Context: an optimization exercise on an open-source flow, tuned for small area, a short achievable clock period and few clock cycles per item. The choices shown serve that exercise and are no tape-out recipe.
Only simulation tests tie the RTL to the original design; equivalence was not proved.

==> job 8051: inputs <==
==> flow/design.v <==
module biquad_cascade (
    input  wire        clk,
    input  wire        rst,           
    input  wire        cfg_we,
    input  wire [5:0]  cfg_addr,      
    input  wire [31:0] cfg_wdata,
    input  wire        in_valid,
    output wire        in_ready,
    input  wire [39:0] in_data,
    output reg         out_valid,
    output reg  [39:0] out_data,
    output reg         out_sat
);
    localparam NSEC = 8;
    localparam [1:0] S_IDLE = 2'd0,
                     S_MAC  = 2'd1,
                     S_RND  = 2'd2;
    localparam signed [39:0] Q931_MAX = 40'sh7F_FFFF_FFFF;
    localparam signed [39:0] Q931_MIN = -40'sh80_0000_0000;
    localparam signed [51:0] Q_MAX52  = 52'sh0_007F_FFFF_FFFF;
    localparam signed [51:0] Q_MIN52  = -52'sh0_0080_0000_0000;
    reg signed [31:0] coef [0:NSEC*5-1];
    reg signed [39:0] x1 [0:NSEC-1];
    reg signed [39:0] x2 [0:NSEC-1];
    reg signed [39:0] y1 [0:NSEC-1];
    reg signed [39:0] y2 [0:NSEC-1];
    reg signed [28:0] ef [0:NSEC-1];
    reg [3:0]  nsec;                  
    reg [1:0]  state;
    reg [2:0]  sec;                   
    reg [2:0]  k;                     
    reg signed [79:0] acc;
    reg signed [39:0] v;              
    reg        sat;                   
    assign in_ready = (state == S_IDLE);
    reg signed [39:0] opnd;
    always @(*) begin
        case (k)
            3'd0:    opnd = v;
            3'd1:    opnd = x1[sec];
            3'd2:    opnd = x2[sec];
            3'd3:    opnd = y1[sec];
            default: opnd = y2[sec];
        endcase
    end
    wire signed [31:0] c_sel = coef[sec * 5 + k];
    wire signed [71:0] prod  = c_sel * opnd;
    wire signed [79:0] prod_x = {{8{prod[71]}}, prod};
    wire signed [79:0] acc_next = (k >= 3'd3) ? acc - prod_x : acc + prod_x;
    wire signed [51:0] q_floor = acc[79:28];
    wire [27:0]        r       = acc[27:0];
    wire               rnd_up  = (r > 28'h800_0000) ||
                                 ((r == 28'h800_0000) && q_floor[0]);
    wire signed [51:0] q       = q_floor + {51'd0, rnd_up};
    wire signed [28:0] e_new   = rnd_up ? ({1'b0, r} - 29'sh1000_0000) : {1'b0, r};
    wire               q_hi    = (q > Q_MAX52);
    wire               q_lo    = (q < Q_MIN52);
    wire signed [39:0] y_sat   = q_hi ? Q931_MAX : (q_lo ? Q931_MIN : q[39:0]);
    wire [3:0] cnt_w = (cfg_wdata[3:0] > 4'd8) ? 4'd8 : cfg_wdata[3:0];
    integer i;
    always @(posedge clk) begin
        if (rst) begin
            state     <= S_IDLE;
            nsec      <= 4'd0;
            sec       <= 3'd0;
            k         <= 3'd0;
            acc       <= 80'sd0;
            v         <= 40'sd0;
            sat       <= 1'b0;
            out_valid <= 1'b0;
            out_data  <= 40'd0;
            out_sat   <= 1'b0;
            for (i = 0; i < NSEC; i = i + 1) begin
                x1[i] <= 40'sd0;
                x2[i] <= 40'sd0;
                y1[i] <= 40'sd0;
                y2[i] <= 40'sd0;
                ef[i] <= 29'sd0;
            end
        end else begin
            out_valid <= 1'b0;
            if (cfg_we) begin
                if (cfg_addr == 6'h3F) begin
                    nsec <= cnt_w;
                    for (i = 0; i < NSEC; i = i + 1) begin
                        if (i >= cnt_w) begin
                            x1[i] <= 40'sd0;
                            x2[i] <= 40'sd0;
                            y1[i] <= 40'sd0;
                            y2[i] <= 40'sd0;
                            ef[i] <= 29'sd0;
                        end
                    end
                end else if (cfg_addr[2:0] < 3'd5) begin
                    coef[cfg_addr[5:3] * 5 + cfg_addr[2:0]] <= cfg_wdata;
                end
            end
            case (state)
                S_IDLE: begin
                    if (in_valid) begin
                        if (nsec == 4'd0) begin
                            out_valid <= 1'b1;
                            out_data  <= in_data;
                            out_sat   <= 1'b0;
                        end else begin
                            v     <= in_data;
                            sat   <= 1'b0;
                            sec   <= 3'd0;
                            k     <= 3'd0;
                            acc   <= {{51{ef[0][28]}}, ef[0]};
                            state <= S_MAC;
                        end
                    end
                end
                S_MAC: begin
                    acc <= acc_next;
                    if (k == 3'd4) begin
                        state <= S_RND;
                    end else begin
                        k <= k + 3'd1;
                    end
                end
                S_RND: begin
                    x2[sec] <= x1[sec];
                    x1[sec] <= v;
                    y2[sec] <= y1[sec];
                    y1[sec] <= y_sat;
                    ef[sec] <= e_new;
                    v       <= y_sat;
                    if ({1'b0, sec} == nsec - 4'd1) begin
                        out_valid <= 1'b1;
                        out_data  <= y_sat;
                        out_sat   <= sat | q_hi | q_lo;
                        state     <= S_IDLE;
                    end else begin
                        sat   <= sat | q_hi | q_lo;
                        sec   <= sec + 3'd1;
                        k     <= 3'd0;
                        acc   <= {{51{ef[sec + 3'd1][28]}}, ef[sec + 3'd1]};
                        state <= S_MAC;
                    end
                end
                default: state <= S_IDLE;
            endcase
        end
    end
endmodule
==> flow/run.sh <==
#!/bin/bash
# synth_recipe.tcl (not shown) runs the flow's synth.tcl, then flattens the netlist and writes it again
# the make line also repeats each setting of config.mk as NAME=value (left out here)
make -C /OpenROAD-flow-scripts/flow DESIGN_CONFIG=/design/flow/config.mk WORK_HOME=/design/flow/orfs CLKGATE_MAP_FILE= SYNTH_SCRIPT=/design/flow/synth_recipe.tcl finish
==> flow/config.mk <==
export PLATFORM = sky130hd
export DESIGN_NAME = biquad_cascade
export DESIGN_NICKNAME = biquad_cascade
export VERILOG_FILES = /design/flow/design.v
export SDC_FILE = /design/flow/constraint.sdc
export NUM_CORES = 4
export LEC_CHECK = 0
export CAP_MARGIN = 20
export CORE_MARGIN = 2
export CORE_UTILIZATION = 40
export SLEW_MARGIN = 20
==> flow/constraint.sdc <==
create_clock -name core_clock -period 17.0 [get_ports {clk}]
set_input_delay 3.4000 -clock core_clock [delete_from_list [all_inputs] [get_ports {clk}]]
set_output_delay 3.4000 -clock core_clock [all_outputs]
set_load 0.01 [all_outputs]
==> job 1008 (differences from job 8051) <==
Settings changed: SETUP_SLACK_MARGIN from default to 4.
==> run summary <==
item	job 8051	job 1008
Syn-to-layout area delta	12.2%	17.4%
Fraction of met2 tracks used by global routing	0.394	0.400
Tightest slew margin relative to the limit	0.153	0.168
Antenna violations before repair	17	23
Fraction of area in registers	0.447	0.428
Master of the slowest instance on the critical path	sky130_fd_sc_hd__dfxtp_1	sky130_fd_sc_hd__fa_2
Multi-input combinational cell count	8176	8194
Via density	5.72	5.78
Result of the run	no timing/DRC/antenna violations	no timing/DRC/antenna violations
Cell count after placement	19000	18900
RSZ-0062 raised after global routing	no	yes
Number of global-route vias before repair	114000	116000
Nets	15300	15700
Skew final	0.0922 ns	0.0949 ns
Vias after detailed routing	112000	115000
Sequential Area	87400 um2	87400 um2
Testbench counts of job 8051, summed over its fixed seeds: cycles 178,464, items 4,096.
Testbench counts of job 1008, summed over its fixed seeds: cycles 178,464, items 4,096.

-- port drivers added, routing unchanged --
The results above use ideal ports. As a check the final layouts listed here were re-extracted and re-timed, cells and wires unchanged. Step 1: set_driving_cell puts a clkbuf_16 on clk and a buf_2 on each other input, an assumption about the parent block. Step 2, shift: input delay + t, output delay - t, t = (earliest + latest rising clock arrival at the registers) / 2. This alone moves slack from input paths to output paths. Slacks: no drivers / after step 1 / after step 2; pairs: no drivers / after step 1.
| run | shift t [ns] | setup slack, ns | hold WS [ns] | latest minus earliest clock arrival (ns) | slew at the worst register clock pin (ns) |
|---|---|---|---|---|---|
| job 8051 | 1.062 | 0.768 / 0.768 / 0.768 | 0.448 / 0.448 / 0.448 | 0.125 / 0.125 | 0.07 / 0.07 |
| job 1008 | 1.058 | 2.981 / 2.981 / 2.981 | 0.454 / 0.454 / 0.454 | 0.116 / 0.117 | 0.07 / 0.07 |
After both steps setup and hold are still met in every run listed.
